Context: an optimization exercise on an open-source flow, tuned for small area, a short achievable clock period and few clock cycles per item. The choices shown serve that exercise and are no tape-out recipe. No run shown here included a check of the RTL's function; only the layout flow was run.

### run.sh
#!/bin/bash
# synth_recipe.tcl (not shown) runs the flow's synth.tcl, then flattens the netlist and writes it again
# the make line also repeats each setting of config.mk as NAME=value (left out here)
make -C /OpenROAD-flow-scripts/flow DESIGN_CONFIG=/design/flow/config.mk WORK_HOME=/design/flow/orfs CLKGATE_MAP_FILE= SYNTH_SCRIPT=/design/flow/synth_recipe.tcl finish
### config.mk
export PLATFORM = sky130hd
export DESIGN_NAME = prl_tag_engine
export DESIGN_NICKNAME = prl_tag_engine
export VERILOG_FILES = /design/flow/design.v
export SDC_FILE = /design/flow/constraint.sdc
export NUM_CORES = 8
export LEC_CHECK = 0
export CAP_MARGIN = 20
export CORE_MARGIN = 2
export CORE_UTILIZATION = 25
export PLACE_DENSITY = 0.45
export SETUP_SLACK_MARGIN = 4
export SLEW_MARGIN = 20
### constraint.sdc
create_clock -name core_clock -period 8.0 [get_ports {clk}]
set_input_delay 1.6000 -clock core_clock [delete_from_list [all_inputs] [get_ports {clk}]]
set_output_delay 1.6000 -clock core_clock [all_outputs]
set_load 0.01 [all_outputs]
### design.v
module aes_sbox_a (
    input  wire [7:0]  a,
    output wire [14:0] m
);
    wire T1 = a[7] ^ a[4];
    wire T2 = a[7] ^ a[2];
    wire T3 = a[7] ^ a[1];
    wire T4 = a[4] ^ a[2];
    wire T5 = a[3] ^ a[1];
    wire T6 = T1 ^ T5;
    wire T7 = a[6] ^ a[5];
    wire T8 = a[0] ^ T6;
    wire T9 = a[0] ^ T7;
    wire T10 = T6 ^ T7;
    wire T11 = a[6] ^ a[2];
    wire T12 = a[5] ^ a[2];
    wire T13 = T3 ^ T4;
    wire T14 = T6 ^ T11;
    wire T15 = T5 ^ T11;
    wire T16 = T5 ^ T12;
    wire T17 = T9 ^ T16;
    wire T18 = a[4] ^ a[0];
    wire T19 = T7 ^ T18;
    wire T20 = T1 ^ T19;
    wire T21 = a[1] ^ a[0];
    wire T22 = T7 ^ T21;
    wire T23 = T2 ^ T22;
    wire T24 = T2 ^ T10;
    wire T25 = T20 ^ T17;
    wire T26 = T3 ^ T16;
    wire T27 = T1 ^ T12;
    wire M1 = T13 & T6;
    wire M2 = T23 & T8;
    wire M3 = T14 ^ M1;
    wire M4 = T19 & a[0];
    wire M5 = M4 ^ M1;
    wire M6 = T3 & T16;
    wire M7 = T22 & T9;
    wire M8 = T26 ^ M6;
    wire M9 = T20 & T17;
    wire M10 = M9 ^ M6;
    wire M11 = T1 & T15;
    wire M12 = T4 & T27;
    wire M13 = M12 ^ M11;
    wire M14 = T2 & T10;
    wire M15 = M14 ^ M11;
    wire M16 = M3 ^ M2;
    wire M17 = M5 ^ T24;
    wire M18 = M8 ^ M7;
    wire M19 = M10 ^ M15;
    wire M20 = M16 ^ M13;
    wire M21 = M17 ^ M15;
    wire M22 = M18 ^ M13;
    wire M23 = M19 ^ T25;
    wire M24 = M22 ^ M23;
    wire M25 = M22 & M20;
    wire M26 = M21 ^ M25;
    wire M27 = M20 ^ M21;
    wire M28 = M23 ^ M25;
    wire M29 = M28 & M27;
    wire M30 = M26 & M24;
    wire M31 = M20 & M23;
    wire M32 = M27 & M31;
    wire M33 = M27 ^ M25;
    wire M34 = M21 & M22;
    wire M35 = M24 & M34;
    wire M36 = M24 ^ M25;
    wire M37 = M21 ^ M29;
    wire M38 = M32 ^ M33;
    wire M39 = M23 ^ M30;
    wire M40 = M35 ^ M36;
    assign m = {M37, M38, M39, M40, T8, a[7], T22, T12, T27, a[0], T4, T13, T17, T23, T9};
endmodule
module aes_sbox_b (
    input  wire [14:0] m,
    output wire [7:0]  y
);
    wire M37 = m[14];
    wire M38 = m[13];
    wire M39 = m[12];
    wire M40 = m[11];
    wire T8 = m[10];
    wire U0 = m[9];
    wire T22 = m[8];
    wire T12 = m[7];
    wire T27 = m[6];
    wire U7 = m[5];
    wire T4 = m[4];
    wire T13 = m[3];
    wire T17 = m[2];
    wire T23 = m[1];
    wire T9 = m[0];
    wire T1 = T12 ^ T27;
    wire T10 = T8 ^ T9;
    wire T15 = U7 ^ T17;
    wire T16 = T17 ^ T9;
    wire T19 = T13 ^ T23;
    wire T2 = T22 ^ T23;
    wire T20 = U0 ^ T9;
    wire T3 = T4 ^ T13;
    wire T6 = T8 ^ U7;
    wire M41 = M38 ^ M40;
    wire M42 = M37 ^ M39;
    wire M43 = M37 ^ M38;
    wire M44 = M39 ^ M40;
    wire M45 = M42 ^ M41;
    wire M46 = M44 & T6;
    wire M47 = M40 & T8;
    wire M48 = M39 & U7;
    wire M49 = M43 & T16;
    wire M50 = M38 & T9;
    wire M51 = M37 & T17;
    wire M52 = M42 & T15;
    wire M53 = M45 & T27;
    wire M54 = M41 & T10;
    wire M55 = M44 & T13;
    wire M56 = M40 & T23;
    wire M57 = M39 & T19;
    wire M58 = M43 & T3;
    wire M59 = M38 & T22;
    wire M60 = M37 & T20;
    wire M61 = M42 & T1;
    wire M62 = M45 & T4;
    wire M63 = M41 & T2;
    wire L0 = M61 ^ M62;
    wire L1 = M50 ^ M56;
    wire L2 = M46 ^ M48;
    wire L3 = M47 ^ M55;
    wire L4 = M54 ^ M58;
    wire L5 = M49 ^ M61;
    wire L6 = M62 ^ L5;
    wire L7 = M46 ^ L3;
    wire L8 = M51 ^ M59;
    wire L9 = M52 ^ M53;
    wire L10 = M53 ^ L4;
    wire L11 = M60 ^ L2;
    wire L12 = M48 ^ M51;
    wire L13 = M50 ^ L0;
    wire L14 = M52 ^ M61;
    wire L15 = M55 ^ L1;
    wire L16 = M56 ^ L0;
    wire L17 = M57 ^ L1;
    wire L18 = M58 ^ L8;
    wire L19 = M63 ^ L4;
    wire L20 = L0 ^ L1;
    wire L21 = L1 ^ L7;
    wire L22 = L3 ^ L12;
    wire L23 = L18 ^ L2;
    wire L24 = L15 ^ L9;
    wire L25 = L6 ^ L10;
    wire L26 = L7 ^ L9;
    wire L27 = L8 ^ L10;
    wire L28 = L11 ^ L14;
    wire L29 = L11 ^ L17;
    assign y[7] = L6 ^ L24;
    assign y[6] = ~(L16 ^ L26);
    assign y[5] = ~(L19 ^ L28);
    assign y[4] = L6 ^ L21;
    assign y[3] = L20 ^ L22;
    assign y[2] = L25 ^ L29;
    assign y[1] = ~(L13 ^ L27);
    assign y[0] = ~(L6 ^ L23);
endmodule
module aes_sbox (
    input  wire [7:0] a,
    output wire [7:0] y
);
    wire [14:0] m;
    aes_sbox_a u_a (.a(a), .m(m));
    aes_sbox_b u_b (.m(m), .y(y));
endmodule
module aes_round_a (
    input  wire [127:0] state_in,
    output wire [239:0] mid
);
    genvar i;
    generate
        for (i = 0; i < 16; i = i + 1) begin : g_sub
            aes_sbox_a u_sbox (.a(state_in[127 - 8*i -: 8]), .m(mid[239 - 15*i -: 15]));
        end
    endgenerate
endmodule
module aes_round_b (
    input  wire [239:0] mid,
    input  wire [127:0] add_in,
    input  wire         keep_mix,
    input  wire         keep_sub,
    output wire [127:0] state_out,
    output wire [127:0] sub_out        
);
    wire [7:0] sb [0:15];
    wire [7:0] sr [0:15];
    genvar i;
    generate
        for (i = 0; i < 16; i = i + 1) begin : g_sub
            aes_sbox_b u_sbox (.m(mid[239 - 15*i -: 15]), .y(sb[i]));
        end
    endgenerate
    generate
        for (i = 0; i < 16; i = i + 1) begin : g_shift
            assign sr[i] = sb[(i + 4 * (i % 4)) % 16];
            assign sub_out[127 - 8*i -: 8] = sr[i];
        end
    endgenerate
    function [7:0] xtime;
        input [7:0] x;
        xtime = {x[6:0], 1'b0} ^ (x[7] ? 8'h1b : 8'h00);
    endfunction
    wire [7:0] km = {8{keep_mix}};
    wire [7:0] ks = {8{keep_sub}};
    generate
        for (i = 0; i < 4; i = i + 1) begin : g_mix
            wire [7:0] a0 = sr[4*i];
            wire [7:0] a1 = sr[4*i+1];
            wire [7:0] a2 = sr[4*i+2];
            wire [7:0] a3 = sr[4*i+3];
            wire [7:0] t  = a0 ^ a1 ^ a2 ^ a3;
            wire [7:0] e0 = xtime(a0 ^ a1) ^ t;
            wire [7:0] e1 = xtime(a1 ^ a2) ^ t;
            wire [7:0] e2 = xtime(a2 ^ a3) ^ t;
            wire [7:0] e3 = xtime(a3 ^ a0) ^ t;
            wire [31:0] base = {a0 & ks, a1 & ks, a2 & ks, a3 & ks} ^ add_in[127 - 32*i -: 32];
            assign state_out[127 - 32*i -: 32] = {e0 & km, e1 & km, e2 & km, e3 & km} ^ base;
        end
    endgenerate
endmodule
module aes256_key_step_a (
    input  wire [127:0] prev,
    input  wire [127:0] last,
    input  wire         rot_step,
    input  wire [7:0]   rcon,
    output wire [127:0] p,
    output wire [59:0]  mid
);
    wire [31:0] w3  = last[31:0];
    wire [31:0] rot = rot_step ? {w3[23:0], w3[31:24]} : w3;
    aes_sbox_a u_s0 (.a(rot[31:24]), .m(mid[59:45]));
    aes_sbox_a u_s1 (.a(rot[23:16]), .m(mid[44:30]));
    aes_sbox_a u_s2 (.a(rot[15:8]),  .m(mid[29:15]));
    aes_sbox_a u_s3 (.a(rot[7:0]),   .m(mid[14:0]));
    wire [31:0] rc = rot_step ? {rcon, 24'h000000} : 32'h00000000;
    wire [31:0] p0 = prev[127:96] ^ rc;
    wire [31:0] p1 = prev[95:64]  ^ p0;
    wire [31:0] p2 = prev[63:32]  ^ p1;
    wire [31:0] p3 = prev[31:0]   ^ p2;
    assign p = {p0, p1, p2, p3};
endmodule
module aes256_key_step_b (
    input  wire [127:0] p,
    input  wire [59:0]  mid,
    input  wire         load,
    input  wire [127:0] load_val,
    output wire [127:0] next
);
    wire [31:0] sub;
    aes_sbox_b u_s0 (.m(mid[59:45]), .y(sub[31:24]));
    aes_sbox_b u_s1 (.m(mid[44:30]), .y(sub[23:16]));
    aes_sbox_b u_s2 (.m(mid[29:15]), .y(sub[15:8]));
    aes_sbox_b u_s3 (.m(mid[14:0]),  .y(sub[7:0]));
    wire [127:0] base = load ? load_val : p;
    wire [31:0]  s    = sub & {32{~load}};
    assign next = {s, s, s, s} ^ base;
endmodule
module prl_tag_engine (
    input  wire         clk,
    input  wire         rst,           
    input  wire         cmd_valid,
    output wire         cmd_ready,
    input  wire [1:0]   cmd_op,        
    input  wire [1:0]   cmd_ksel,      
    input  wire [255:0] cmd_key,       
    input  wire [47:0]  cmd_frame,     
    input  wire [4:0]   cmd_pair,
    input  wire [7:0]   cmd_place,
    input  wire [7:0]   cmd_where,
    input  wire [3:0]   cmd_elem,
    input  wire [11:0]  cmd_obj,
    input  wire [2:0]   cmd_kind,
    input  wire [7:0]   cmd_state,
    output wire         tag_valid,
    input  wire         tag_ready,
    output wire [63:0]  tag,
    output wire         key_a_present,
    output wire         key_b_present
);
    localparam [1:0] OP_TAG   = 2'd0;
    localparam [1:0] OP_LOAD  = 2'd1;
    localparam [1:0] OP_CLEAR = 2'd2;
    localparam integer RUN = 8, LP = 7, PL = 6, SB = 5, OK = 4;
    reg [255:0] key_a, key_b;
    reg [127:0] l_a, l_b;
    reg         key_a_ok, key_b_ok;
    reg         crdy;          
    reg [1:0]   op_q;          
    reg [1:0]   ksel_q;
    reg [8:0]   c_st, c_mid;
    reg [127:0] st;            
    reg [255:0] kst;           
    reg [239:0] mid;           
    reg [127:0] k_rk;          
    reg [127:0] k_p;           
    reg [59:0]  k_mid;         
    reg         ld;            
    reg [62:0]  e0, e1, e2;    
    reg         v0, v1, v2;
    wire fire    = crdy && cmd_valid;
    wire do_tag  = fire && op_q == OP_TAG;
    wire do_load = fire && op_q == OP_LOAD && !ksel_q[1];
    wire do_clr  = fire && op_q == OP_CLEAR;
    wire m_last  = c_mid[RUN] && c_mid[3:0] == 4'd14;
    wire push    = m_last && !c_mid[PL];
    wire l_wr    = m_last &&  c_mid[PL];
    wire pop     = v0 && tag_ready;
    wire [239:0] mid_n;
    aes_round_a u_round_a (.state_in(st), .mid(mid_n));
    reg [7:0] rcon;
    always @(*) begin
        case (c_st[3:0])
            4'd1:    rcon = 8'h01;
            4'd3:    rcon = 8'h02;
            4'd5:    rcon = 8'h04;
            4'd7:    rcon = 8'h08;
            4'd9:    rcon = 8'h10;
            4'd11:   rcon = 8'h20;
            4'd13:   rcon = 8'h40;
            default: rcon = 8'h00;
        endcase
    end
    wire [127:0] k_p_n;
    wire [59:0]  k_mid_n;
    aes256_key_step_a u_key_a (
        .prev     (kst[255:128]),
        .last     (kst[127:0]),
        .rot_step (c_st[0]),
        .rcon     (rcon),
        .p        (k_p_n),
        .mid      (k_mid_n)
    );
    wire         sel      = c_mid[LP] ? c_mid[SB] : ksel_q[0];
    wire [255:0] slot_key = sel ? key_b : key_a;
    wire [127:0] slot_l   = sel ? l_b : l_a;
    wire [127:0] cmd_msg = {cmd_frame, 3'b000, cmd_pair, cmd_place, cmd_where,
                            4'h0, cmd_elem, 4'h0, cmd_obj, 5'b00000, cmd_kind,
                            cmd_state, 16'h0000};
    wire [127:0] k1   = {slot_l[126:0], 1'b0} ^ (slot_l[127] ? 128'h87 : 128'h0);
    wire [127:0] init = ((cmd_msg ^ k1) & {128{~c_mid[LP]}}) ^ slot_key[255:128];
    wire [127:0] round_out, sub_out;
    aes_round_b u_round_b (
        .mid       (mid),
        .add_in    (ld ? init : k_rk),
        .keep_mix  (!ld && c_mid[3:0] != 4'd14),
        .keep_sub  (!ld),
        .state_out (round_out),
        .sub_out   (sub_out)
    );
    wire [61:0] mac = sub_out[127:66] ^ k_rk[127:66];
    wire [127:0] next_rk;
    aes256_key_step_b u_key_b (
        .p        (k_p),
        .mid      (k_mid),
        .load     (ld),
        .load_val (slot_key[127:0]),
        .next     (next_rk)
    );
    wire slot_ok = !ksel_q[1] && (ksel_q[0] ? key_b_ok : key_a_ok);
    reg [8:0] c_st_n;
    always @(*) begin
        if (c_mid[LP])
            c_st_n = {1'b1, 1'b0, 1'b1, c_mid[SB], 1'b0, 4'd1};
        else if (do_tag)
            c_st_n = {1'b1, 1'b0, 1'b0, ksel_q[0], slot_ok, 4'd1};
        else if (do_load)
            c_st_n = {1'b0, 1'b1, 1'b0, ksel_q[0], 1'b0, 4'd0};
        else if (c_mid[RUN] && !m_last)
            c_st_n = {c_mid[8:4], c_mid[3:0] + 4'd1};
        else
            c_st_n = 9'd0;
    end
    wire free_n = (!c_st[RUN] && !c_st[LP]) ||
                  (c_st[RUN] && c_st[3:0] == 4'd14 && !c_st[PL]);
    wire ld_n   = free_n || c_st[LP];
    wire lb_st0  = (c_st[LP]   || (c_st[RUN]   && c_st[PL]))   && !c_st[SB];
    wire lb_st1  = (c_st[LP]   || (c_st[RUN]   && c_st[PL]))   &&  c_st[SB];
    wire lb_nx0  = (c_st_n[LP] || (c_st_n[RUN] && c_st_n[PL])) && !c_st_n[SB];
    wire lb_nx1  = (c_st_n[LP] || (c_st_n[RUN] && c_st_n[PL])) &&  c_st_n[SB];
    wire lbusy_a = lb_st0 || lb_nx0;
    wire lbusy_b = lb_st1 || lb_nx1;
    wire lconf   = (cmd_op == OP_TAG && !cmd_ksel[1] && (cmd_ksel[0] ? lbusy_b : lbusy_a)) ||
                   (cmd_op == OP_LOAD && (lbusy_a || lbusy_b));
    wire        a0v = pop ? v1 : v0;
    wire        a1v = pop ? v2 : v1;
    wire        a2v = pop ? 1'b0 : v2;
    wire [62:0] a0e = pop ? e1 : e0;
    wire [62:0] a1e = pop ? e2 : e1;
    wire [62:0] qin = {c_mid[OK] & c_mid[SB], mac & {62{c_mid[OK]}}};
    wire        v0_n = a0v || push;
    wire        v1_n = a1v || (a0v && push);
    wire        v2_n = a2v || (a1v && push);
    wire [2:0] outst = {2'b00, v0_n} + {2'b00, v1_n} + {2'b00, v2_n} +
                       {2'b00, c_st[RUN] && !c_st[PL]} +
                       {2'b00, c_st_n[RUN] && !c_st_n[PL]};
    wire room_n = outst <= 3'd2;
    always @(posedge clk) begin
        op_q   <= cmd_op;
        ksel_q <= cmd_ksel;
        mid   <= mid_n;
        k_rk  <= kst[127:0];
        k_p   <= k_p_n;
        k_mid <= k_mid_n;
        st    <= round_out;
        kst   <= {ld ? slot_key[255:128] : k_rk, next_rk};
        if (do_load && !ksel_q[0]) key_a <= cmd_key;
        if (do_load &&  ksel_q[0]) key_b <= cmd_key;
        if (l_wr && !c_mid[SB]) l_a <= round_out;
        if (l_wr &&  c_mid[SB]) l_b <= round_out;
        if (!a0v && push) e0 <= qin; else e0 <= a0e;
        if (!a1v && a0v && push) e1 <= qin; else e1 <= a1e;
        if (!a2v && a1v && push) e2 <= qin;
        if (rst) begin
            crdy     <= 1'b0;
            key_a_ok <= 1'b0;
            key_b_ok <= 1'b0;
            c_st     <= 9'd0;
            c_mid    <= 9'd0;
            ld       <= 1'b1;
            v0       <= 1'b0;
            v1       <= 1'b0;
            v2       <= 1'b0;
        end else begin
            crdy  <= cmd_valid && !fire && free_n && room_n && !lconf;
            c_st  <= c_st_n;
            c_mid <= c_st;
            ld    <= ld_n;
            v0    <= v0_n;
            v1    <= v1_n;
            v2    <= v2_n;
            if (do_load && !ksel_q[0]) key_a_ok <= 1'b1;
            if (do_load &&  ksel_q[0]) key_b_ok <= 1'b1;
            if (do_clr) begin
                key_a_ok <= 1'b0;
                key_b_ok <= 1'b0;
            end
        end
    end
    assign cmd_ready     = crdy;
    assign tag_valid     = v0;
    assign tag           = {1'b0, e0};
    assign key_a_present = key_a_ok;
    assign key_b_present = key_b_ok;
endmodule
==> summary.md, run 1 <==
| Metric | Value |
|---|---|
| Status | `finished clean` |
| Area of the multi-input gates | `48900 sq um` |
| DRC violations left | `0` |
| Sequential fraction of the synthesis area | `between 40% and 50%` |
| First drt pass iteration count | `5` |
| Die X-Extent | `631.4 um` |
| Post-Route Utilization | `around 30%` |
| Largest net degree at the start of global routing | `about 150` |
| Slew margin rel. | `12.66%` |
| CTS H-tree depth | `4` |
| Net count after synthesis | `9692` |
| Unique masters post-synth | `94` |
| Clock Sinks | `1926` |
| I/O pin count | `428` |
| Area contributors post-synth | `edfxtp_1 29%, dfxtp_1 20%, xnor2_1 15%, xor2_1 7.5%, nand2_1 3.7%` |
| Max-Cap Viols | `0` |
| TritonCTS clock tree | `done` |
| Hold_ws | `0.2469 ns` |
| Crit path arrival time | `~4.6 ns` |
| First-pass GRT wire length | `501400 um` |
| Flops & latches, synth | `1926` |
| P&R area growth vs syn | `19.14%` |
| Chip height | `roughly 630 um` |
| Core Rows | `230` |
| Async SR Flop Fraction | `0%` |
| Crit Path Max Fanout | `9` |
| Most frequent cells after synthesis | `1651 x xnor2_1, 969 x dfxtp_1, 962 x nand2_1` |
| Tmin final | `between 3 and 4 ns` |
| Grt ovf | `0` |
| Final nets | `9946` |
| Most frequent cell after synthesis | `xnor2_1` |
| Worst Tran Pin Value | `approximately 1.3 ns` |
| Crit-path cells | `and3b_1, a311o_1, xor2_1, xnor2_2, xnor3_2, xnor2_2, xor3_1, xor2_2, nor2_1, xnor2_2` |
| Initial antenna violation count | `44` |
| Critical path class | `register to register` |
| Reg area | `48230 sq um` |
| Ys flop type | `dfxtp_1` |
| CP most frequent cell | `xnor2_2` |
| Number of global-route vias before repair | `roughly 66000` |
| Yosys Warn Count | `2` |
| CP max stage cell | `xor3_1` |
| Vias | `66599` |
| Initial Util | `between 20 and 30%` |
| Critical path startpoint category | `register` |
| Post-synth top area share | `29.21%` |
| CTS Hold Bufs | `0` |
| RSZ-0062 raised after global routing | `yes` |
| Hold Path Class | `register to register` |
| Fillers | `40156` |
| Initial DRC count | `~5300` |
| Clock-pin slew on the worst setup and hold paths | `0.06 ns` |
| Hold Vio Cnt, Final | `0` |
| Worst endpoint required time | `8.65 ns` |
| Routed wire length | `362400 um` |
| Post-synth EDFFs | `957` |
| Setup violations, final | `0` |
| Vias/cell | `4.450` |
| Clock Skews | `0.1090 ns` |
| Clk Latency, worst-skew pair | `0.92 ns` |
| Number of port buffers | `around 430` |
| Hpwl dp | `282500 um` |
| Netlist Area Pre-Place | `98400 sq um` |
| Syn avg cell area | `10.60 sq um` |
| Setup TNS | `0 ns` |
| Endpoint class of the critical path | `register` |
| Post-synth top area cell | `edfxtp_1` |
| CP max stage delay | `0.58 ns` |
| Clk root buf | `clkbuf_16` |
| Final Cycle Share | `49.49%` |
| Final Max Tran Viols | `0` |
| Gr usage total | `17.59%` |
| Max frequency | `252.6 MHz` |
| Share of layout cells above drive strength 1 | `a little over 9%` |
| Die area | `~400000 sq um` |
| Final ANT Viol Nets | `0` |
| WL per Instance | `24.21 um` |
| Area of the core | `392200 sq um` |
| TritonCTS buffer count | `221` |
| Clk buf depth | `4` |
| Synthesized instance count | `slightly above 9000` |
| RePlAce Congestion | `0.8564` |
[cell usage in the layout, fill, tap and decap left out, drive strengths merged, types with 45 or more instances in the layout]
master         synthesis  routed
xnor2               1686    1686
clkdlybuf4s50          0     426
clkbuf               382     302
mux2                  64      64
buf                  127     114
nor2b                 98      98
o211ai                49      49
xnor3                101     101
clkinv                 1      69
a31oi                 45      45
nor2                 682     682
o22ai                 52      52
a21oi                304     304
nand2b                66      66
and3                  47      47
mux2i                350     350
a22oi                 53      53
edfxtp               957     957
nor3                  77      77
nand2                962     962
dfxtp                969     969
nand3                209     209
xor2                 855     855
o21ai                495     495
inv                  225     247
[worst max-delay path, delay by kind of cell, from the launching register on]
family          cells  cell delay [ns]
xor+xnor            7             2.55
compound gates      1             0.38
flops               1             0.47
simple gates        2             0.33
[logic make-up after synthesis]
logic type | Yosys count | share of synthesized area (%)
adders and majority gates | 46 | 0.6002
buffers and inverters | 735 | 2.944
other | 1 | 0.003811
AOI/OAI and AO/OA | 1216 | 7.357
and+or+nand+nor | 2287 | 10.14
DFF | 1926 | 48.92
muxes | 414 | 4.293
xor gates and xnor gates | 2661 | 25.74
[through the flow]
| stage | setup slack (ns) | area (sq um) | std cells |
|---|---|---|---|
| final | 4.041 | 117200 | 14966 |
| after global routing | 3.947 | 117200 | 14959 |
| after CTS | 3.910 | 116300 | 14945 |
| after detailed placement | 3.008 | 108400 | 14527 |
| after global placement | 2.995 | 108300 | 14525 |
| after floorplan | 1.611 | 98490 | 9286 |
[final timing paths]
path	start	end	slack, ns	cells after the start
worst max-delay path	mid[56]	l_b[10]	4.04	10
worst min-delay path	kst[73]	k_rk[73]	0.25	0
worst max register to register	mid[56]	l_b[10]	4.04	10
worst min register to register	kst[73]	k_rk[73]	0.25	0
[routing by layer]
metal	GRT usage [%]	part of all wire [%]
met1	23.24	44
met2	29.95	48
met3	1.610	4.2
met4	6.146	3.7
met5	0	0
[state kept, by name, summed over array words and instances, names as in the netlist, 2 cells and up]
signal,cells
c_mid,9
c_st,9
e0,63
e1,63
e2,63
k_mid,60
k_p,128
k_rk,128
key_a,256
key_b,256
ksel_q,2
kst,256
l_a,128
l_b,128
mid,240
op_q,2
st,128
[repair_timing]
action                     CTS  global route
setup endpoints to repair  297           286
buffers inserted             2             8
pin swaps                    1             4
gates resized for setup     97           149
[final cells by class]
| class | instances | area share (%) |
|---|---|---|
| timing repair buffer | 540 | 4.496 |
| sequential | 1926 | 41.14 |
| multi-input combinational | 6625 | 41.71 |
| clock buffer | 302 | 5.385 |
| inverter | 226 | 0.7279 |
| clock inverter | 114 | 0.9434 |
| antenna | 13 | 0.02775 |
| tap | 5220 | 5.571 |
==> inputs of run 2 (changes only) <==
--- a/config.mk
+++ b/config.mk
@@ -9,5 +9,5 @@
 export CORE_MARGIN = 2
 export CORE_UTILIZATION = 25
 export PLACE_DENSITY = 0.45
-export SETUP_SLACK_MARGIN = 4
+export SETUP_SLACK_MARGIN = 5
 export SLEW_MARGIN = 20
==> summary.md, run 2 <==
| Metric | Value |
|---|---|
| Ys flop type | `dfxtp_1` |
| Worst r2r path cells | `15` |
| R2R Path End | `l_a[31]` |
| Most common cell after layout, fill and taps aside | `xnor2_1` |
| P&R area growth vs syn | `39.54%` |
| Hold Vio Cnt, Final | `0` |
| Tmin final | `around 3.4 ns` |
| Final Cycle Share | `42.85%` |
| DRC violations left | `0` |
| Netlist Area Pre-Place | `98400 sq um` |
| Hold Path Class | `register to register` |
| Slew margin rel. | `15.98%` |
| FF-to-FF setup slack | `~4.6 ns` |
| Final Max Tran Viols | `0` |
| Endpoint class of the critical path | `register` |
| Post-synth top area share | `about 29%` |
| Post-synth EDFFs | `957` |
| Worst Hold Depth | `0` |
| Async SR Flop Fraction | `0%` |
| Critical path startpoint category | `register` |
| Clk root buf | `clkbuf_16` |
| Crit Path Max Fanout | `4` |
| Number of port buffers | `about 430` |
| TritonCTS clock tree | `done` |
| Number of global-route vias before repair | `71045` |
| Yosys Warn Count | `2` |
| Area of the core | `392200 sq um` |
| Hold Path End | `k_rk[69]` |
| Hpwl dp | `285700 um` |
| Sequential fraction of the synthesis area | `48.92%` |
| Flops & latches, synth | `1926` |
| Post-synth top area cell | `edfxtp_1` |
| Max-Cap Viols | `0` |
| I/O pin count | `roughly 430` |
| Final ANT Viol Nets | `0` |
| Net count after synthesis | `between 9000 and 10000` |
| Clock Sinks | `1926` |
| CP startpoint | `mid[146]` |
| Syn avg cell area | `10.60 sq um` |
| Initial DRC count | `5383` |
| Unique masters post-synth | `94` |
| First-pass GRT wire length | `about 540000 um` |
| Most frequent cells after synthesis | `1651 x xnor2_1, 969 x dfxtp_1, 962 x nand2_1` |
| CTS Hold Bufs | `0` |
| Worst Tran Pin Value | `1.259 ns` |
| RSZ-0062 raised after global routing | `yes` |
| Area contributors post-synth | `edfxtp_1 29%, dfxtp_1 20%, xnor2_1 15%, xor2_1 7.5%, nand2_1 3.7%` |
| Min-delay src | `kst[69]` |
| Clk Latency, worst-skew pair | `0.95 ns` |
| Vias | `71807` |
| Worst endpoint required time | `around 8.7 ns` |
| Final setup margin | `about 4.6 ns` |
| Setup TNS | `0 ns` |
| Synthesized instance count | `roughly 9300` |
| Core Rows | `230` |
| Initial Util | `25.09%` |
| TritonCTS buffer count | `219` |
| Critical path class | `register to register` |
| Initial antenna violation count | `63` |
| Fin cells | `15820` |
| Setup violations, final | `0` |
| Chip height | `631.4 um` |
| Max frequency | `between 200 and 300 MHz` |
| Most frequent cells in the layout | `1026 x xnor2_1, 957 x edfxtp_1, 892 x nand2_1` |
| Final nets | `roughly 11000` |
| Clock-pin slew on the worst setup and hold paths | `roughly 0.06 ns` |
| Vias/cell | `4.539` |
| RePlAce Congestion | `between 0.8 and 0.9` |
| Die X-Extent | `around 630 um` |
| Share of layout cells above drive strength 1 | `30.49%` |
| Gr usage total | `18.91%` |
| Most frequent cell after synthesis | `xnor2_1` |
| Crit path arrival time | `about 4.1 ns` |
| CTS H-tree depth | `4` |
| Origin of the critical flop-to-flop path | `mid[146]` |
| First drt pass iteration count | `7` |
| Inst Count DP | `14518` |
| Die area | `398600 sq um` |
| WL per Instance | `24.98 um` |
| Regs by FF count | `key_a x256, key_b x256, kst x256` |
| Clock Skews | `about 0.11 ns` |
| Clk buf depth | `4` |
| Status | `finished clean` |
| Largest net degree at the start of global routing | `188` |
| Grt ovf | `0` |
| Pre-CTS setup slack | `roughly 3.2 ns` |
| Routed wire length | `395100 um` |
run 2: cell counts after synthesis:
Identical to the previous run, type by type.
run 2: kinds of logic after synthesis:
group                    synth area share (%)
AO/OA/AOI/OAI                           7.357
XOR/XNOR                                25.74
adder cells (fa/ha/maj)                0.6002
buffers and inverters                   2.944
flip-flops                              48.92
multiplexers                            4.293
other                                0.003811
AND/OR/NAND/NOR                         10.14
run 2: area by class of cell:
type	count	area [sq um]
Inverter	226	889.6
Tap cell	5220	6531
Multi-Input combinational cell	6630	60490
Sequential cell	1926	48850
Clock buffer	318	6550
Fill cell	38266	254900
Timing Repair Buffer	1391	13010
Clock inverter	95	919.6
Antenna cell	12	30.03
Timing Repair inverter	2	41.29
run 2: how the worst max path moves through the flow:
stage	to	slack [ns]	depth (start not counted)
after floorplan	key_a[0]	1.61	4
after global placement	key_a[202]	3.22	5
after detailed placement	key_a[202]	3.21	5
after CTS	l_b[50]	4.60	10
after global routing	l_b[22]	4.47	15
final	l_a[31]	4.57	15
run 2: repair_timing:
action,4_1_cts,5_1_grt
resized for setup,2018,752
pin swaps,466,351
setup buffers,596,263
setup endpoints to repair,1677,877
gates cloned,9,9
run 2: stage by stage:
stage / hold slack [ns] / cell area (sq um) / util [%]
after floorplan: 0.3096 / 98870 / -
after detailed placement: 0.3121 / 108600 / 27.68
after global placement: 0.3119 / 108500 / 27.67
after global routing: 0.2387 / 137300 / 35.00
after CTS: 0.2385 / 130500 / 33.26
final: 0.2320 / 137300 / 35.01
run 2: layer usage:
layer / up-vias / global-route usage [%] / share of wire, %
met5: - / 0 / 0.010
met4: 6 / 8.513 / 5.4
met3: 608 / 2.044 / 4.4
met2: 2029 / 32.23 / 48
met1: 35799 / 24.05 / 42
li1: 33365 / - / -
run 2: worst max-delay path: stages, from the launching register on:
cell and delay [ns]:
dfxtp_4 0.36, buf_6 0.13, xnor2_4 0.21, xor2_4 0.19, nand2_2 0.11, buf_6 0.14, xnor2_4 0.13, xnor2_2 0.16
buf_6 0.15, buf_6 0.13, xnor2_4 0.17, buf_12 0.15, xnor3_2 0.55, xnor2_2 0.20, nor2_4 0.22, xnor2_4 0.13
==> inputs of run 3 (changes only) <==
--- a/config.mk
+++ b/config.mk
@@ -5,6 +5,7 @@
 export SDC_FILE = /design/flow/constraint.sdc
 export NUM_CORES = 8
 export LEC_CHECK = 0
+export ABC_CLOCK_PERIOD_IN_PS = 2500
 export CAP_MARGIN = 20
 export CORE_MARGIN = 2
 export CORE_UTILIZATION = 25
==> summary.md, run 3 <==
| Metric | Value |
|---|---|
| Status | `finished clean` |
| Regs by FF count | `key_a x256, key_b x256, kst x256` |
| Worst endpoint required time | `8.65 ns` |
| Clk Latency, worst-skew pair | `0.95 ns` |
| CTS H-tree depth | `4` |
| Initial DRC count | `between 5000 and 6000` |
| P&R area growth vs syn | `39.54%` |
| Unique masters post-synth | `94` |
| Slew margin rel. | `15.98%` |
| Setup violations, final | `0` |
| DRC violations left | `0` |
| Syn avg cell area | `between 10 and 15 sq um` |
| Number of global-route vias before repair | `just over 70000` |
| Tmin final | `around 3.4 ns` |
| Chip height | `631.4 um` |
| Final Max Tran Viols | `0` |
| Final ANT Viol Nets | `0` |
| Post-synth EDFFs | `about 960` |
| WL per Instance | `about 25 um` |
| Crit path arrival time | `4.08 ns` |
| Most frequent cells in the layout | `1026 x xnor2_1, 957 x edfxtp_1, 892 x nand2_1` |
| Clock Skews | `approximately 0.11 ns` |
| Max frequency | `291.7 MHz` |
| Net count after synthesis | `9692` |
| Clk root buf | `clkbuf_16` |
| Die area | `approximately 400000 sq um` |
| Final nets | `around 11000` |
| Largest net degree at the start of global routing | `188` |
| Flops & latches, synth | `1926` |
| Number of port buffers | `426` |
| Async SR Flop Fraction | `0%` |
| Crit Path Max Fanout | `4` |
| Hold Path Class | `register to register` |
| Routed wire length | `395100 um` |
| I/O pin count | `between 400 and 500` |
| Initial antenna violation count | `63` |
| Vias | `approximately 72000` |
| Area contributors post-synth | `edfxtp_1 29%, dfxtp_1 20%, xnor2_1 15%, xor2_1 7.5%, nand2_1 3.7%` |
| Die X-Extent | `approximately 630 um` |
| Initial Util | `25.09%` |
| Setup TNS | `0 ns` |
| Synthesized instance count | `9286` |
| Max-Cap Viols | `0` |
| Gr usage total | `between 10% and 20%` |
| Yosys Warn Count | `2` |
| Core Rows | `230` |
| Critical path startpoint category | `register` |
| Ys flop type | `dfxtp_1` |
| Clock-pin slew on the worst setup and hold paths | `0.06 ns` |
| Clock Sinks | `1926` |
| Post-synth top area cell | `edfxtp_1` |
| Clk buf depth | `4` |
| Worst Tran Pin Value | `~1.3 ns` |
| Hold Vio Cnt, Final | `0` |
| TritonCTS clock tree | `done` |
| TritonCTS buffer count | `219` |
| Hpwl dp | `285700 um` |
| Hold_ws | `0.2320 ns` |
| Critical path class | `register to register` |
| Most frequent cells after synthesis | `1651 x xnor2_1, 969 x dfxtp_1, 962 x nand2_1` |
| RSZ-0062 raised after global routing | `yes` |
| Sequential fraction of the synthesis area | `48.92%` |
| RePlAce Congestion | `between 0.8 and 0.9` |
| First-pass GRT wire length | `537400 um` |
| Final Cycle Share | `42.85%` |
| Area of the core | `392200 sq um` |
| Netlist Area Pre-Place | `98400 sq um` |
| Most frequent cell after synthesis | `xnor2_1` |
| Share of layout cells above drive strength 1 | `30.49%` |
| CTS Hold Bufs | `0` |
| Post-synth top area share | `between 20% and 30%` |
| Endpoint class of the critical path | `register` |
| First drt pass iteration count | `7` |
| Most common cell after layout, fill and taps aside | `xnor2_1` |
| Vias/cell | `4.539` |
| Grt ovf | `0` |
-- run 3: cell counts after synthesis --
No cell type changed its count.
-- run 3: path summary, 6_finish.rpt --
path	slack [ns]	start	cells past startpoint	to
min	0.23	kst[69]	0	k_rk[69]
max reg2reg	4.57	mid[146]	15	l_a[31]
max	4.57	mid[146]	15	l_a[31]
min reg2reg	0.23	kst[69]	0	k_rk[69]
-- run 3: routing by layer --
metal	global-route usage, %	vias to the layer above	wire, um
li1	-	33365	-
met5	0	-	41
met3	2.044	608	17260
met4	8.513	6	21290
met2	32.23	2029	189900
met1	24.05	35799	166700
-- run 3: timing repair --
item                       4_1_cts  5_1_grt
setup endpoints to repair     1677      877
pin swaps                      466      351
resized for setup             2018      752
cloned                           9        9
buffers inserted               596      263
-- run 3: critical path: stages, from the launching register on --
cell	delay [ns]
dfxtp_4	0.36
buf_6	0.13
xnor2_4	0.21
xor2_4	0.19
nand2_2	0.11
buf_6	0.14
xnor2_4	0.13
xnor2_2	0.16
buf_6	0.15
buf_6	0.13
xnor2_4	0.17
buf_12	0.15
xnor3_2	0.55
xnor2_2	0.20
nor2_4	0.22
xnor2_4	0.13
-- run 3: logic make-up after synthesis --
kind of cell	Yosys count	share of synthesized area (%)
XOR/XNOR	2661	25.74
buffers and inverters	735	2.944
flip-flops	1926	48.92
other	1	0.003811
AND/OR/NAND/NOR	2287	10.14
AO/OA/AOI/OAI	1216	7.357
multiplexers	414	4.293
adder cells (fa/ha/maj)	46	0.6002
-- run 3: area by class of cell --
class                      instances  area, sq um
antenna                           12        30.03
clock buffer                     318         6550
clock inverter                    95        919.6
fill                           38266       254900
inverter                         226        889.6
multi-input combinational       6630        60490
sequential                      1926        48850
tap                             5220         6531
timing repair buffer            1391        13010
timing repair inverter             2        41.29
-- run 3: through the flow --
| stage | area (sq um) | instances | utilization, % | worst slack, ns |
|---|---|---|---|---|
| after global routing | 137300 | 15814 | 35.00 | 4.475 |
| final | 137300 | 15820 | 35.01 | 4.572 |
| after global placement | 108500 | 14518 | 27.67 | 3.215 |
| after CTS | 130500 | 15536 | 33.26 | 4.599 |
| after detailed placement | 108600 | 14518 | 27.68 | 3.210 |
| after floorplan | 98870 | 9286 | - | 1.611 |
==> inputs of run 4 (changes only) <==
--- a/design.v
+++ b/design.v
@@ -183,14 +183,13 @@
 module aes_round_b (
     input  wire [239:0] mid,
     input  wire [127:0] add_in,
-    input  wire         keep_mix,
-    input  wire         keep_sub,
+    input  wire         keep,
     output wire [127:0] state_out,
     output wire [127:0] sub_out        
 );
     wire [7:0] sb [0:15];
     wire [7:0] sr [0:15];
-    genvar i;
+    genvar i, j;
     generate
         for (i = 0; i < 16; i = i + 1) begin : g_sub
             aes_sbox_b u_sbox (.m(mid[239 - 15*i -: 15]), .y(sb[i]));
@@ -202,25 +201,29 @@
             assign sub_out[127 - 8*i -: 8] = sr[i];
         end
     endgenerate
-    function [7:0] xtime;
-        input [7:0] x;
-        xtime = {x[6:0], 1'b0} ^ (x[7] ? 8'h1b : 8'h00);
-    endfunction
-    wire [7:0] km = {8{keep_mix}};
-    wire [7:0] ks = {8{keep_sub}};
     generate
         for (i = 0; i < 4; i = i + 1) begin : g_mix
-            wire [7:0] a0 = sr[4*i];
-            wire [7:0] a1 = sr[4*i+1];
-            wire [7:0] a2 = sr[4*i+2];
-            wire [7:0] a3 = sr[4*i+3];
-            wire [7:0] t  = a0 ^ a1 ^ a2 ^ a3;
-            wire [7:0] e0 = xtime(a0 ^ a1) ^ t;
-            wire [7:0] e1 = xtime(a1 ^ a2) ^ t;
-            wire [7:0] e2 = xtime(a2 ^ a3) ^ t;
-            wire [7:0] e3 = xtime(a3 ^ a0) ^ t;
-            wire [31:0] base = {a0 & ks, a1 & ks, a2 & ks, a3 & ks} ^ add_in[127 - 32*i -: 32];
-            assign state_out[127 - 32*i -: 32] = {e0 & km, e1 & km, e2 & km, e3 & km} ^ base;
+            wire [7:0] a [0:3];
+            wire [7:0] p [0:3];
+            wire [7:0] v [0:3];
+            wire [7:0] b [0:3];
+            genvar k;
+            for (k = 0; k < 4; k = k + 1) begin : g_byte
+                assign a[k] = sr[4*i + k] & {8{keep}};
+            end
+            for (k = 0; k < 4; k = k + 1) begin : g_col
+                assign p[k] = a[k] ^ a[(k + 1) % 4];
+                assign v[k] = a[(k + 1) % 4] ^ add_in[127 - 32*i - 8*k -: 8];
+                assign b[k][0] = (p[k][7] ^ p[(k + 2) % 4][0]) ^ v[k][0];
+                for (j = 1; j < 8; j = j + 1) begin : g_bit
+                    if (j == 1 || j == 3 || j == 4) begin : g_r
+                        assign b[k][j] = (p[k][j-1] ^ p[(k + 2) % 4][j]) ^ (v[k][j] ^ p[k][7]);
+                    end else begin : g_n
+                        assign b[k][j] = (p[k][j-1] ^ p[(k + 2) % 4][j]) ^ v[k][j];
+                    end
+                end
+                assign state_out[127 - 32*i - 8*k -: 8] = b[k];
+            end
         end
     endgenerate
 endmodule
@@ -348,12 +351,12 @@
     aes_round_b u_round_b (
         .mid       (mid),
         .add_in    (ld ? init : k_rk),
-        .keep_mix  (!ld && c_mid[3:0] != 4'd14),
-        .keep_sub  (!ld),
+        .keep      (!ld),
         .state_out (round_out),
         .sub_out   (sub_out)
     );
-    wire [61:0] mac = sub_out[127:66] ^ k_rk[127:66];
+    wire [127:0] fin = sub_out ^ k_rk;
+    wire [61:0]  mac = fin[127:66];
     wire [127:0] next_rk;
     aes256_key_step_b u_key_b (
         .p        (k_p),
@@ -411,8 +414,8 @@
         kst   <= {ld ? slot_key[255:128] : k_rk, next_rk};
         if (do_load && !ksel_q[0]) key_a <= cmd_key;
         if (do_load &&  ksel_q[0]) key_b <= cmd_key;
-        if (l_wr && !c_mid[SB]) l_a <= round_out;
-        if (l_wr &&  c_mid[SB]) l_b <= round_out;
+        if (l_wr && !c_mid[SB]) l_a <= fin;
+        if (l_wr &&  c_mid[SB]) l_b <= fin;
         if (!a0v && push) e0 <= qin; else e0 <= a0e;
         if (!a1v && a0v && push) e1 <= qin; else e1 <= a1e;
         if (!a2v && a1v && push) e2 <= qin;
--- a/config.mk
+++ b/config.mk
@@ -5,7 +5,6 @@
 export SDC_FILE = /design/flow/constraint.sdc
 export NUM_CORES = 8
 export LEC_CHECK = 0
-export ABC_CLOCK_PERIOD_IN_PS = 2500
 export CAP_MARGIN = 20
 export CORE_MARGIN = 2
 export CORE_UTILIZATION = 25
==> summary.md, run 4 <==
| Metric | Value |
|---|---|
| Mux cell area share after synthesis | `4.796%` |
| Largest net degree at the start of global routing | `160` |
| Most frequent cells in the layout | `1222 x xnor2_1, 957 x edfxtp_1, 864 x nand2_1` |
| CP max stage delay | `0.45 ns` |
| Vias/cell | `4.504` |
| Clock-pin slew on the worst setup and hold paths | `0.06 ns` |
| Grt ovf | `0` |
| Largest family of logic cells by synthesized area | `XOR/XNOR gates` |
| Share of layout cells above drive strength 1 | `22.71%` |
| Crit Path Max Fanout | `1` |
| Clock Skews | `0.09820 ns` |
| Critical path startpoint category | `register` |
| First drt pass iteration count | `8` |
| Initial Util | `25.15%` |
| Clk buf depth | `4` |
| First-pass GRT wire length | `514300 um` |
| Worst endpoint required time | `6.40 ns` |
| TritonCTS buffer count | `225` |
| Area contributors post-synth | `edfxtp_1 29%, dfxtp_1 20%, xnor2_1 15%, xor2_1 8.1%, mux2i_1 4.0%` |
| Routed wire length | `374900 um` |
| Crit path arrival time | `1.58 ns` |
| Number of port buffers | `between 400 and 500` |
| Die X-Extent | `630.1 um` |
| Inst Count DP | `14531` |
| Gr usage total | `between 10% and 20%` |
| Post-synth top area cell | `edfxtp_1` |
| Compound-cell area share of the yosys netlist | `8.176%` |
| Status | `finished clean` |
| Slew margin rel. | `25.94%` |
| Post-synth EDFFs | `957` |
| Core Rows | `around 230` |
| Post-Synth Simple-Gate Area | `9.832%` |
| I/O pin count | `428` |
| Post-synth top area share | `29.32%` |
| Clock Sinks | `1926` |
| CP max stage cell | `edfxtp_1` |
| WL per Instance | `24.23 um` |
| Hold Path Class | `register to register` |
| P&R area growth vs syn | `32.16%` |
| Post-Synth Adder-Cell Area | `0.6026%` |
| Fin cells | `15473` |
| Synth Area in XOR/XNOR | `about a quarter` |
| Synthesized instance count | `between 9000 and 10000` |
| Worst Tran Pin Value | `1.080 ns` |
| Async SR Flop Fraction | `0%` |
| Hpwl dp | `~280000 um` |
| RSZ-0062 raised after global routing | `yes` |
| Clk root buf | `clkbuf_16` |
| Ys flop type | `dfxtp_1` |
| Max-Cap Viols | `0` |
| Final ANT Viol Nets | `0` |
| Final Max Tran Viols | `0` |
| Syn avg cell area | `~11 sq um` |
| Most frequent cell after synthesis | `xnor2_1` |
| Chip height | `630.1 um` |
| Max frequency | `314.5 MHz` |
| Regs by FF count | `key_a x256, key_b x256, kst x256` |
| Area of the core | `around 390000 sq um` |
| Unique masters post-synth | `93` |
| Sequential fraction of the synthesis area | `between 40 and 50%` |
| Hold Vio Cnt, Final | `0` |
| Die area | `about 400000 sq um` |
| DRC violations left | `0` |
| Crit-path cells | `buf_2` |
| TritonCTS clock tree | `done` |
| Netlist Area Pre-Place | `just under 100000 sq um` |
| Net count after synthesis | `roughly 10000` |
| RePlAce Congestion | `0.9008` |
| Vias | `69697` |
| Endpoint class of the critical path | `output port` |
| Initial DRC count | `approximately 5500` |
| Setup violations, final | `0` |
| Crit path max-delay family | `flip-flops` |
| Final Cycle Share | `39.74%` |
| Number of global-route vias before repair | `68023` |
| Most common cell after layout, fill and taps aside | `xnor2_1` |
| Tmin final | `3.180 ns` |
| Initial antenna violation count | `29` |
| Flops & latches, synth | `1926` |
| Setup TNS | `0 ns` |
| Critical path class | `register to output port` |
| Worst Path Buf+Inv | `1` |
| Yosys Warn Count | `2` |
| CTS H-tree depth | `4` |
| CTS Hold Bufs | `0` |
| Final nets | `10474` |
| Clk Latency, worst-skew pair | `0.96 ns` |
| Most frequent cells after synthesis | `1645 x xnor2_1, 969 x dfxtp_1, 957 x edfxtp_1` |
run 4: changes by cell type in the layout (fill, tap and decap cells not counted), moves of 37 or more:
| cell | previous run | this run |
|---|---|---|
| o21ai_0 | 423 | 522 |
| a22oi_1 | 40 | 84 |
| xnor2_2 | 438 | 312 |
| buf_4 | 690 | 462 |
| nand3_1 | 205 | 248 |
| nor2_2 | 55 | 14 |
| xor2_1 | 602 | 669 |
| xnor2_1 | 1026 | 1222 |
| xnor2_4 | 222 | 138 |
| mux2i_1 | 273 | 354 |
| nor2b_1 | 89 | 126 |
| nand2_2 | 57 | 2 |
| buf_6 | 190 | 69 |
run 4: final timing paths:
check	start	endpoint	slack [ns]	cells after the start
worst min register to register	kst[232]	k_p[104]	0.31	0
worst min-delay path	kst[232]	k_p[104]	0.31	0
worst max-delay path	e0[62]	tag[62]	4.82	1
worst max register to register	c_st[0]	k_mid[27]	4.89	13
run 4: kinds of logic (layout without fill, tap and decap cells):
| group | Yosys count | after routing |
|---|---|---|
| buffers and inverters | 715 | 1666 |
| AOI/OAI and AO/OA | 1344 | 1344 |
| other | 1 | 16 |
| muxes | 461 | 461 |
| DFF | 1926 | 1926 |
| and+or+nand+nor | 2174 | 2179 |
| xor gates and xnor gates | 2638 | 2638 |
| adders and majority gates | 46 | 46 |
run 4: layout make-up:
cell class	count	area, sq um
antenna	15	37.54
clock buffer	312	6394
clock inverter	108	867.1
fill	38952	260100
inverter	210	820.8
multi-input combinational	6669	56180
sequential	1926	48750
tap	5197	6502
timing repair buffer	1035	9967
timing repair inverter	1	8.758
run 4: repair_timing:
action                                  4_1_cts  5_1_grt
cloned                                       12        1
resized for setup                          1298      692
pin swaps                                   186      292
setup buffers                               225      269
endpoints found under the setup margin     1376      533
run 4: metal layers:
layer  vias to the layer above  track usage (%)  wire, um
met4                         4            8.254     20360
met5                         -                0        23
met2                      1762            30.95    180600
li1                      32933                -         -
met3                       538            1.942     16570
met1                     34460            22.82    157300
run 4: per-stage QoR:
step / util [%] / setup WS [ns] / hold WS (ns) / instance area [sq um]
floorplan: - / 1.677 / 0.3096 / 98060
global placement: 27.67 / 3.105 / 0.3122 / 107800
detailed placement: 27.68 / 3.105 / 0.3121 / 107900
CTS: 31.53 / 4.730 / 0.3214 / 122900
global route: 33.23 / 4.748 / 0.3271 / 129500
finish: 33.24 / 4.820 / 0.3145 / 129500
==> inputs of run 5 (changes only) <==
--- a/config.mk
+++ b/config.mk
@@ -7,7 +7,7 @@
 export LEC_CHECK = 0
 export CAP_MARGIN = 20
 export CORE_MARGIN = 2
-export CORE_UTILIZATION = 25
-export PLACE_DENSITY = 0.45
+export CORE_UTILIZATION = 50
+export PLACE_DENSITY = 0.65
 export SETUP_SLACK_MARGIN = 5
 export SLEW_MARGIN = 20
==> summary.md, run 5 <==
| Metric | Value |
|---|---|
| CTS H-tree depth | `4` |
| Vias | `72103` |
| Net count after synthesis | `9711` |
| Clk root buf | `clkbuf_16` |
| Gr usage total | `31.75%` |
| Clk Latency, worst-skew pair | `0.88 ns` |
| Most frequent cells after synthesis | `1645 x xnor2_1, 969 x dfxtp_1, 957 x edfxtp_1` |
| Hpwl dp | `roughly 240000 um` |
| P&R area growth vs syn | `28.09%` |
| Tmin final | `3.185 ns` |
| Slew margin rel. | `-1.240%` |
| WL per Instance | `25.81 um` |
| Final Cycle Share | `39.81%` |
| DRC violations left | `0` |
| Share of layout cells above drive strength 1 | `22.29%` |
| RSZ-0062 raised after global routing | `yes` |
| Worst Path Buf+Inv | `1` |
| Max-Cap Viols | `0` |
| Fillers | `between 10000 and 15000` |
| Max frequency | `314.0 MHz` |
| Regs by FF count | `key_a x256, key_b x256, kst x256` |
| Chip height | `about 450 um` |
| SO Faults | `max-slew violations` |
| Setup TNS | `0 ns` |
| Routed wire length | `332400 um` |
| Hold Path Class | `register to register` |
| Grt ovf | `0` |
| Critical path startpoint category | `register` |
| Syn avg cell area | `10.53 sq um` |
| Area of the multi-input gates | `55600 sq um` |
| Post-synth top area share | `29.32%` |
| Initial DRC count | `7882` |
| Hold Vio Cnt, Final | `0` |
| Setup violations, final | `0` |
| First-pass GRT wire length | `458900 um` |
| Most common cell after layout, fill and taps aside | `xnor2_1` |
| Clk buf depth | `3` |
| Crit Path Max Fanout | `1` |
| Post-synth top area cell | `edfxtp_1` |
| CP max stage cell | `edfxtp_1` |
| Final ANT Viol Nets | `0` |
| I/O pin count | `428` |
| Final nets | `10478` |
| Clock Sinks | `just under 2000` |
| Reg area | `48740 sq um` |
| Largest net degree at the start of global routing | `214` |
| Most frequent cell after synthesis | `xnor2_1` |
| Area contributors post-synth | `edfxtp_1 29%, dfxtp_1 20%, xnor2_1 15%, xor2_1 8.1%, mux2i_1 4.0%` |
| Status | `failed layout checks` |
| Yosys Warn Count | `2` |
| Crit path arrival time | `1.59 ns` |
| TritonCTS buffer count | `200` |
| Number of global-route vias before repair | `67076` |
| Ys flop type | `dfxtp_1` |
| Flops & latches, synth | `between 1500 and 2000` |
| RePlAce Congestion | `between 0.9 and 1` |
| Core Rows | `162` |
| Area of the core | `194800 sq um` |
| Worst Tran Pin Value | `roughly 1.5 ns` |
| Final Max Tran Viols | `15` |
| Initial Util | `50.31%` |
| Initial antenna violation count | `17` |
| Number of port buffers | `426` |
| Worst endpoint required time | `6.40 ns` |
| Post-synth EDFFs | `957` |
| Die area | `around 200000 sq um` |
| Sequential fraction of the synthesis area | `49.12%` |
| Most frequent cells in the layout | `1228 x xnor2_1, 957 x edfxtp_1, 865 x nand2_1` |
| Unique masters post-synth | `93` |
| Vias/cell | `5.598` |
| FF-to-FF setup slack | `4.88 ns` |
| Clock Skews | `0.04839 ns` |
| Critical path class | `register to output port` |
| Endpoint class of the critical path | `output port` |
| Die X-Extent | `446.7 um` |
| Synthesized instance count | `9305` |
| Clock-pin slew on the worst setup and hold paths | `around 0.060 ns` |
| Crit-path cells | `buf_2` |
| First drt pass iteration count | `6` |
| Crit path max-delay family | `flip-flops` |
| CP max stage delay | `0.52 ns` |
| TritonCTS clock tree | `done` |
| Async SR Flop Fraction | `0%` |
| Netlist Area Pre-Place | `~98000 sq um` |
-- run 5: cell counts after synthesis --
Identical to the previous run, type by type.
-- run 5: area by class of cell --
class | count | area share [%]
tap | 2624 | 2.615
sequential | 1926 | 38.82
inverter | 210 | 0.6528
timing repair buffer | 1064 | 7.984
timing repair inverter | 1 | 0.008970
multi-input combinational | 6669 | 44.29
clock buffer | 272 | 4.542
antenna | 7 | 0.01395
clock inverter | 107 | 1.072
-- run 5: cells by family after synthesis --
kind of cell               count (synthesis)  share of synthesized area, %
xor gates and xnor gates                2638                         24.53
DFF                                     1926                         49.12
adders and majority gates                 46                        0.6026
buffers and inverters                    715                         2.941
other                                      1                      0.003826
AOI/OAI and AO/OA                       1344                         8.176
and+or+nand+nor                         2174                         9.832
muxes                                    461                         4.796
-- run 5: per-stage QoR --
step | std cells | util, % | setup WS, ns | cell area, sq um | hold WS [ns]
after floorplan | 9305 | - | 1.677 | 98060 | 0.3096
after global placement | 11937 | 53.59 | 3.314 | 104400 | 0.3102
after detailed placement | 11938 | 53.60 | 3.329 | 104400 | 0.3121
after CTS | 12568 | 61.06 | 4.761 | 118900 | 0.3199
after global routing | 12876 | 64.44 | 4.759 | 125500 | 0.3242
final | 12880 | 64.45 | 4.815 | 125500 | 0.3181
-- run 5: path summary, 6_finish.rpt --
check	from	to	depth (start not counted)
hold / removal	kst[107]	k_rk[107]	0
setup / recovery	e0[62]	tag[62]	1
setup reg to reg	mid[89]	st[116]	10
hold reg to reg	kst[107]	k_rk[107]	0
-- run 5: per-layer routing --
metal | track usage [%] | wire length (um) | vias to the layer above
met2 | 50.19 | 153200 | 2930
met4 | 17.29 | 21380 | 10
met1 | 42.09 | 132900 | 35568
met3 | 4.607 | 24870 | 669
li1 | - | - | 32926
met5 | 0 | 58 | -
-- run 5: timing repair --
action                                  4_1_cts  5_1_grt
endpoints found under the setup margin     1298      584
pin swaps                                   176      284
setup buffers                               241      302
gates cloned                                 10        3
hold buffers                                  0        0
gates resized for setup                    1252      669
==> inputs of run 6 (changes only) <==
--- a/design.v
+++ b/design.v
@@ -304,6 +304,7 @@
     reg [127:0] k_p;           
     reg [59:0]  k_mid;         
     reg         ld;            
+    reg         sel;           
     reg [62:0]  e0, e1, e2;    
     reg         v0, v1, v2;
     wire fire    = crdy && cmd_valid;
@@ -339,18 +340,18 @@
         .p        (k_p_n),
         .mid      (k_mid_n)
     );
-    wire         sel      = c_mid[LP] ? c_mid[SB] : ksel_q[0];
     wire [255:0] slot_key = sel ? key_b : key_a;
     wire [127:0] slot_l   = sel ? l_b : l_a;
     wire [127:0] cmd_msg = {cmd_frame, 3'b000, cmd_pair, cmd_place, cmd_where,
                             4'h0, cmd_elem, 4'h0, cmd_obj, 5'b00000, cmd_kind,
                             cmd_state, 16'h0000};
-    wire [127:0] k1   = {slot_l[126:0], 1'b0} ^ (slot_l[127] ? 128'h87 : 128'h0);
-    wire [127:0] init = ((cmd_msg ^ k1) & {128{~c_mid[LP]}}) ^ slot_key[255:128];
+    wire [127:0] k1      = {slot_l[126:0], 1'b0} ^ (slot_l[127] ? 128'h87 : 128'h0);
+    wire [127:0] msg_k1  = (cmd_msg ^ k1) & {128{ld && !c_mid[LP]}};
+    wire [127:0] kst_hi_n = ld ? slot_key[255:128] : k_rk;
     wire [127:0] round_out, sub_out;
     aes_round_b u_round_b (
         .mid       (mid),
-        .add_in    (ld ? init : k_rk),
+        .add_in    (kst_hi_n ^ msg_k1),
         .keep      (!ld),
         .state_out (round_out),
         .sub_out   (sub_out)
@@ -406,12 +407,13 @@
     always @(posedge clk) begin
         op_q   <= cmd_op;
         ksel_q <= cmd_ksel;
+        sel    <= c_st[LP] ? c_st[SB] : cmd_ksel[0];
         mid   <= mid_n;
         k_rk  <= kst[127:0];
         k_p   <= k_p_n;
         k_mid <= k_mid_n;
         st    <= round_out;
-        kst   <= {ld ? slot_key[255:128] : k_rk, next_rk};
+        kst   <= {kst_hi_n, next_rk};
         if (do_load && !ksel_q[0]) key_a <= cmd_key;
         if (do_load &&  ksel_q[0]) key_b <= cmd_key;
         if (l_wr && !c_mid[SB]) l_a <= fin;
--- a/config.mk
+++ b/config.mk
@@ -7,7 +7,7 @@
 export LEC_CHECK = 0
 export CAP_MARGIN = 20
 export CORE_MARGIN = 2
-export CORE_UTILIZATION = 50
-export PLACE_DENSITY = 0.65
-export SETUP_SLACK_MARGIN = 5
+export CORE_UTILIZATION = 25
+export PLACE_DENSITY = 0.45
+export SETUP_SLACK_MARGIN = 4.7
 export SLEW_MARGIN = 20
==> summary.md, run 6 <==
| Metric | Value |
|---|---|
| Status | `finished clean` |
| Inst Count DP | `14275` |
| First drt pass iteration count | `5` |
| GR Util met1 | `22.16%` |
| Pre-CTS setup slack | `roughly 3.2 ns` |
| RePlAce Congestion | `0.8944` |
| Endpoint class of the critical path | `register` |
| Post-synth top area cell | `edfxtp_1` |
| I/O pin count | `428` |
| Vias/cell | `4.431` |
| Critical path startpoint category | `register` |
| TritonCTS clock tree | `done` |
| Hpwl dp | `275700 um` |
| Most common cell after layout, fill and taps aside | `xnor2_1` |
| Critical path class | `register to register` |
| Regs by FF count | `key_a x256, key_b x256, kst x256` |
| TritonCTS buffer count | `about 210` |
| Largest net degree at the start of global routing | `132` |
| Slew margin rel. | `18.28%` |
| Worst Tran Pin Value | `approximately 1.2 ns` |
| FF-to-FF setup slack | `around 4.7 ns` |
| Clock-pin slew on the worst setup and hold paths | `0.07 ns` |
| Unique masters post-synth | `90` |
| Synthesized instance count | `9040` |
| DRC violations left | `0` |
| WL per Instance | `23.86 um` |
| Vias | `around 66000` |
| Netlist Area Pre-Place | `97780 sq um` |
| Grt ovf | `0` |
| Share of layout cells above drive strength 1 | `14.53%` |
| Flops & latches, synth | `between 1500 and 2000` |
| Crit Path Max Fanout | `8` |
| Number of port buffers | `426` |
| P&R area growth vs syn | `23.81%` |
| Hold Path Class | `register to register` |
| Chip height | `629.4 um` |
| Die area | `approximately 400000 sq um` |
| Area of the core | `389100 sq um` |
| Final Max Tran Viols | `0` |
| Hold Vio Cnt, Final | `0` |
| Final nets | `9885` |
| RSZ-0062 raised after global routing | `yes` |
| Max-Cap Viols | `0` |
| Syn avg cell area | `10.82 sq um` |
| Initial Util | `between 20% and 30%` |
| Hold_ws | `roughly 0.24 ns` |
| Most frequent cells after synthesis | `1718 x xnor2_1, 970 x dfxtp_1, 957 x edfxtp_1` |
| Ys flop type | `dfxtp_1` |
| Initial DRC count | `approximately 5300` |
| Initial antenna violation count | `16` |
| Crit path arrival time | `between 4 and 5 ns` |
| Max frequency | `307.1 MHz` |
| Number of global-route vias before repair | `64718` |
| Clock Sinks | `1927` |
| Met2 usage | `29.13%` |
| Final setup margin | `~4.7 ns` |
| CTS H-tree depth | `4` |
| Routed wire length | `between 300000 and 400000 um` |
| Clk Latency, worst-skew pair | `0.94 ns` |
| Setup TNS | `0 ns` |
| Clock Skews | `0.09913 ns` |
| Post-synth top area share | `29.39%` |
| Setup violations, final | `0` |
| Die X-Extent | `629.4 um` |
| CTS Hold Bufs | `0` |
| Final Cycle Share | `40.70%` |
| Final ANT Viol Nets | `0` |
| Gr usage total | `17.16%` |
| Async SR Flop Fraction | `0%` |
| Core Rows | `229` |
| Tmin final | `between 3 and 4 ns` |
| First-pass GRT wire length | `487600 um` |
| Area contributors post-synth | `edfxtp_1 29%, dfxtp_1 20%, xnor2_1 15%, xor2_1 7.0%, mux2i_1 5.2%` |
| Sequential fraction of the synthesis area | `between 40% and 50%` |
| Worst endpoint required time | `8.76 ns` |
| Most Used Layer, Global Route | `met2` |
| Net count after synthesis | `~9400` |
| Post-synth EDFFs | `957` |
| Met3 usage | `between 2 and 2.5%` |
| Clk buf depth | `4` |
| Clk root buf | `clkbuf_16` |
| Yosys Warn Count | `2` |
| Most frequent cells in the layout | `1498 x xnor2_1, 957 x edfxtp_1, 832 x nor2_1` |
| Most frequent cell after synthesis | `xnor2_1` |
| Fin cells | `14861` |
## run 6: changes by cell type after synthesis, moves of 32 or more
cell and delta:
nand2_1 -293, nor2_1 +242, o21ai_0 -216, xnor2_1 +73, nand3_1 -154, or3_1 -34, a21oi_1 +173, xor2_1 -127
nor2b_1 -46, buf_1 +32, xnor3_1 +49, mux2i_1 +118
## run 6: final cells by class
| type | count | area, sq um |
|---|---|---|
| clock buffer | 279 | 5978 |
| tap | 5197 | 6502 |
| inverter | 234 | 905.9 |
| clock inverter | 108 | 1185 |
| sequential | 1927 | 48520 |
| multi-input combinational | 6402 | 51230 |
| fill | 39745 | 268000 |
| timing repair buffer | 702 | 6709 |
| antenna | 12 | 30.03 |
## run 6: cell families after synthesis
logic type	share of synthesized area [%]
DFF	49.25
buffers and inverters	2.878
adders and majority gates	0.6040
muxes	6.001
xor gates and xnor gates	25.36
other	0.003835
and+or+nand+nor	8.134
AOI/OAI and AO/OA	7.769
## run 6: routing by layer
metal	routed length [um]	vias up
met2	170300	1546
met5	23	-
li1	-	31302
met4	14700	4
met3	16750	393
met1	152900	32597
## run 6: repair_timing
item	in CTS	in global routing
gates resized for setup	602	338
cloned	2	1
pin swaps	47	63
buffers inserted	55	129
endpoints found under the setup margin	1036	314
## run 6: worst max-delay path, cell delays in order, from the launching register on
cell	delay (ns)
dfxtp_4	0.45
xor2_4	0.29
nand3_1	0.11
a31o_2	0.30
xnor3_2	0.44
xnor3_2	0.33
buf_4	0.19
xnor2_4	0.27
xnor2_2	0.18
mux2i_1	0.11
a2111o_1	0.43
## run 6: worst paths after layout
check                           cells past startpoint   endpoint  startpoint
worst min register to register                      0  k_rk[123]    kst[123]
worst max-delay path                               10     st[75]     mid[28]
worst min-delay path                                0  k_rk[123]    kst[123]
worst max register to register                     10     st[75]     mid[28]
## run 6: per-stage QoR
step	instance area [sq um]	utilization, %
after floorplan	97890	-
after global placement	107500	27.63
after detailed placement	107500	27.64
after CTS	117900	30.31
after global routing	121000	31.11
final	121100	31.11

[port drivers added, routing unchanged]
The flow's constraints put no driver on any port. The routed layouts listed below were extracted and timed again, unchanged, in two steps. Step 1 sets driving cells, clkbuf_16 on the clock port and buf_2 on the other inputs (assumed; they add their load-dependent delay and slew). Step 2 also shifts input and output timing later by t, the mid clock arrival at the registers, as if the neighbouring blocks saw the same clock. Three values: no drivers, after step 1, after step 2; two values: the first two.
| run | t (ns) | setup WS [ns] | hold slack, ns |
|---|---|---|---|
| run 1 | 0.976 | 4.041 / 4.041 / 3.174 | 0.247 / 0.247 / 0.247 |
| run 2 | 1.002 | 4.572 / 4.572 / 3.901 | 0.232 / 0.232 / 0.232 |
| run 3 | 1.002 | 4.572 / 4.572 / 3.901 | 0.232 / 0.232 / 0.232 |
| run 4 | 1.010 | 4.820 / 4.718 / 4.040 | 0.315 / 0.315 / 0.315 |
| run 5 | 0.951 | 4.815 / 4.725 / 4.142 | 0.318 / 0.318 / 0.318 |
| run 6 | 1.000 | 4.744 / 4.665 / 3.936 | 0.244 / 0.244 / 0.244 |
The setup slack of run 1, which loses most, moves by 0.000 ns with the drivers and by -0.867 ns with both steps.
